Source: an optimization exercise on an open RTL-to-GDS flow (aim: small area, a short achievable clock period and few clock cycles per item). Production flows keep margins and buffers that such runs may drop.
Only simulation tests tie the RTL to the original design; equivalence was not proved.

==> run A <==
// loop_law
module loop_law (
    input  wire        clk,
    input  wire        rst,
    input  wire        start,
    output wire        ready,
    output reg         done,
    input  wire [31:0] r,
    input  wire [31:0] y,
    input  wire [63:0] ff,
    input  wire        scanner,
    input  wire        reverse,
    input  wire        d_on_error,
    input  wire        preset,
    input  wire [6:0]  gain_table,
    input  wire [31:0] e_norm,
    input  wire [15:0] dfilt,
    input  wire [15:0] aw,
    input  wire [31:0] umin,
    input  wire [31:0] umax,
    input  wire [31:0] imin,
    input  wire [31:0] imax,
    input  wire [31:0] slew,
    input  wire [63:0] i_in,
    input  wire [63:0] yf_in,
    input  wire [32:0] e_prev,
    input  wire [31:0] u_prev,
    output wire        tbl_rd,
    output wire [11:0] tbl_addr,
    input  wire [15:0] tbl_en,
    input  wire [31:0] tbl_kp,
    input  wire [31:0] tbl_ki,
    input  wire [31:0] tbl_kd,
    output reg  [31:0] u_out,
    output wire [63:0] i_out,
    output reg  [63:0] yf_out,
    output wire [32:0] e_out
);
export LEC_CHECK = 0
export ABC_AREA = 1
export CAP_MARGIN = 40
export CORE_MARGIN = 2
export CORE_UTILIZATION = 45
export SLEW_MARGIN = 30
create_clock -name core_clock -period 30.0 [get_ports {clk}]
standard.sh (not shown) runs the stock make flow with config.mk's settings and CLKGATE_MAP_FILE= SYNTH_SCRIPT=/design/flow/synth_recipe.tcl, a recipe that flattens the netlist after the stock synthesis.
==> flow/flow/run.sh <==
#!/bin/bash
# Layout: the standard flow (standard.sh), unchanged except that the buffer
# it puts on every input and output port is a plain buf_2 cell instead of the
# default delay buffer. The flow's full output goes to standard.log.
set -euo pipefail
cd "$(dirname "${BASH_SOURCE[0]}")/.."
export BUFFER_PORTS_ARGS="-buffer_cell sky130_fd_sc_hd__buf_2"
bash standard.sh finish > standard.log 2>&1
==> run P (differences from run A) <==
--- a/flow/design.v
+++ b/flow/design.v
@@ -116,46 +116,40 @@
     bk_add #(16) u_fda (.a(d0),      .b(~db),     .ci(1'b1), .s(da), .co(da_c));
     bk_add #(16) u_fna (.a(nb),      .b(~db),     .ci(1'b1), .s(na), .co(na_c));
     wire [15:0] f_num = kl ? na : nb;
     wire [15:0] f_den = kl ? da : db;
     wire [17:0] f_den3;
     wire        f_den3_c;
     bk_add #(18) u_fden3 (.a({2'b00, f_den}), .b({1'b0, f_den, 1'b0}), .ci(1'b0), .s(f_den3), .co(f_den3_c));
     wire [4:0]  idx_hi = t31 ? 5'd31 : idx + 5'd1;
-    reg  [4:0]  rd_m, rd_v;
+    reg  [4:0]  rd_pt;
     reg         rd;
     always @(*) begin
-        rd   = 1'b1;
-        rd_m = 5'b00000;
-        rd_v = 5'd0;
+        rd    = 1'b0;
+        rd_pt = 5'd0;
         if (!busy) begin
-            rd   = start;
-            rd_v = 5'd16;
-        end else if (c1_) rd_v = 5'd8;
-        else if (c2_) rd_v = 5'd24;
-        else if (c3_) rd_v = 5'd31;
-        else if (c4_) begin
-            rd_m = 5'b11011;
-            rd_v = {k1, k2, 3'b100};
-        end else if (c5_) begin
-            rd_m = 5'b00100;
-            rd_v = {pb[1:0], 3'b010};
-        end else if (c6_) begin
-            rd_m = 5'b00010;
-            rd_v = {pb[2:0], 2'b01};
-        end else if (c7_) begin
-            rd_m = 5'b00001;
-            rd_v = {pb[3:0], 1'b0};
-        end else if (c10_ | b2) rd_v = idx;
-        else if (c8_ | b1 | b3) rd_v = idx_hi;
-        else rd = 1'b0;
+            rd    = start;
+            rd_pt = 5'd16;
+        end else begin
+            rd = 1'b1;
+            if (c1_)       rd_pt = 5'd8;
+            else if (c2_)  rd_pt = 5'd24;
+            else if (c3_)  rd_pt = 5'd31;
+            else if (c4_)  rd_pt = {k1 | ge31_a, k2 | ge31_a, 1'b1, ge31_a, ge31_a};
+            else if (c5_)  rd_pt = {pb[1:0], kl_a, 2'b10};
+            else if (c6_)  rd_pt = {pb[2:0], kl_a, 1'b1};
+            else if (c7_)  rd_pt = {pb[3:0], kl_a};
+            else if (c10_ | b2) rd_pt = idx;
+            else if (c8_ | b1 | b3) rd_pt = idx_hi;
+            else rd = 1'b0;
+        end
     end
     assign tbl_rd   = rd;
-    assign tbl_addr = {gain_table, ({5{kl_a}} & rd_m) | rd_v};
+    assign tbl_addr = {gain_table, rd_pt};
     wire [31:0] k_hi = b4 ? tbl_ki : b2 ? tbl_kp : tbl_kd;
     wire [32:0] dk_next;
     wire        dk_c;
     bk_add #(33) u_dk (.a({k_hi[31], k_hi}), .b(~{klo[31], klo[31:0]}), .ci(1'b1), .s(dk_next), .co(dk_c));
     reg  [31:0] ka;          
     reg  [63:0] acc_r;       
     reg  [63:0] xr;          
     wire        interp = (b1 | b3 | b5) & ~t31;
==> flow/config.mk (replaced) <==
export PLATFORM = sky130hd
export DESIGN_NAME = loop_law
export DESIGN_NICKNAME = loop_law
export VERILOG_FILES = /design/flow/design.v
export SDC_FILE = /design/flow/constraint.sdc
export NUM_CORES = 4
export LEC_CHECK = 0
export ABC_AREA = 1
export CAP_MARGIN = 40
export CORE_MARGIN = 2
export CORE_UTILIZATION = 55
export SLEW_MARGIN = 30
==> run H (differences from run A) <==
--- a/flow/design.v
+++ b/flow/design.v
@@ -220,17 +220,18 @@
     wire        dd_yf_c;
     bk_add #(49) u_ddy (.a(49'd0), .b(~d_sh[48:0]), .ci(1'b1), .s(dd_yf), .co(dd_yf_c));
     wire [63:0] dd_x    = d_on_error ? {{30{dd_err[33]}}, dd_err} : {{15{dd_yf[48]}}, dd_yf};
     wire [63:0] imin64  = {{16{dv_r[31]}}, dv_r, 16'd0};
     wire [63:0] imax64  = {{16{dv_d3[31]}}, dv_d3[31:0], 16'd0};
     wire [63:0] u0_64   = {{16{dv_d[31]}}, dv_d, 16'd0};
     wire [63:0] pre, ra, rb;
     wire        pre_c, ra_c, rb_c;
-    bk_add #(64) u_pre (.a(u0_64), .b(~acc_r), .ci(1'b1), .s(pre), .co(pre_c));
+    assign pre = u0_64 - acc_r;          
+    assign pre_c = 1'b0;
     bk_add #(64) u_ra  (.a(acc_r), .b(imin64), .ci(1'b0), .s(ra), .co(ra_c));
     bk_add #(64) u_rb  (.a(acc_r), .b(imax64), .ci(1'b0), .s(rb), .co(rb_c));
     wire        pre_lo, pre_hi;
     clamp_cmp #(32) u_cpre (.v(pre), .lo(dv_r), .hi(dv_d3[31:0]), .below(pre_lo), .above(pre_hi));
     reg         pst_r;
     wire [63:0] i0_next = pst_r ? (pre_lo ? imin64 : (pre_hi ? imax64 : pre)) : i_in;
     wire [63:0] u_raw   = pst_r ? (pre_lo ? ra : (pre_hi ? rb : u0_64)) : acc_r;
     wire [33:0] lo_b    = {dv_b[1:0], ka};
==> flow/config.mk (replaced) <==
export PLATFORM = sky130hd
export DESIGN_NAME = loop_law
export DESIGN_NICKNAME = loop_law
export VERILOG_FILES = /design/flow/design.v
export SDC_FILE = /design/flow/constraint.sdc
export NUM_CORES = 4
export LEC_CHECK = 0
export ABC_AREA = 1
export CAP_MARGIN = 40
export CORE_MARGIN = 2
export CORE_UTILIZATION = 50
export SLEW_MARGIN = 30
==> qor summary <==
|  | run H | run A | run P |
|---|---|---|---|
| Stages on the worst setup path | 62 | 73 | 80 |
| Synthesized-area fraction occupied by xor and xnor cells | 0.0928 | 0.0933 | 0.0928 |
| Minimum setup slack among reg-to-reg paths | 14.30 ns | 14.86 ns | 15.60 ns |
| Compound-cell area share of the yosys netlist | 0.204 | 0.207 | 0.205 |
| Mux cell area share after synthesis | 0.000707 | 0.000391 | 0.000245 |
| Footprint of the multi-input gates | 102,000 sq um | 101,000 sq um | 101,000 sq um |
| Placed standard-cell area | 139,000 sq um | 138,000 sq um | 136,000 sq um |
| Routed metal-1 wirelength | 263,000 um | 276,000 um | 235,000 um |
| Status | timing/DRC/antenna clean | timing/DRC/antenna clean | timing/DRC/antenna clean |
| Synth Area per Inst | 7.62 sq um | 7.72 sq um | 7.76 sq um |
| Filler-free cell count of the finished design | 21,200 | 21,100 | 20,200 |
| Clock latency at the later pin of the worst-skew pair | 0.82 ns | 0.90 ns | 0.84 ns |
| Non-clock buffers | 1,397 | 1,389 | 1,343 |
Testbench counts of run A, summed over its fixed seeds: cycles 47,936, items 3,200.
Testbench counts of run P, summed over its fixed seeds: cycles 47,936, items 3,200.
Testbench counts of run H, summed over its fixed seeds: cycles 47,936, items 3,200.

## afterwards: timing with drivers on the ports
The flow's constraints put no driver on any port. The routed layouts listed below were extracted and timed again, unchanged, in two steps. Step 1 (the two cells are an assumption about what drives the block):
set clk [get_ports {clk}]
set_driving_cell -lib_cell sky130_fd_sc_hd__clkbuf_16 $clk
set_driving_cell -lib_cell sky130_fd_sc_hd__buf_2 [delete_from_list [all_inputs] $clk]
Step 2 moves the port delays by t, midway between the first and last clock arrival at a register: inputs arrive t later, outputs are due t later. That takes back most of the time a late clock gives input paths. Three values: no drivers, after step 1, after step 2; two values: the first two.
run	t, ns	setup slack, ns	clock arrival spread, ns
run A	0.960	14.855 / 14.855 / 14.855	0.118 / 0.118
run P	0.910	15.598 / 15.541 / 15.541	0.087 / 0.086
run H	0.883	14.298 / 14.298 / 14.298	0.116 / 0.115
After both steps setup and hold are still met in every run listed. The setup slack of run P, which loses most, moves by -0.057 ns with the drivers and by -0.057 ns with both steps.
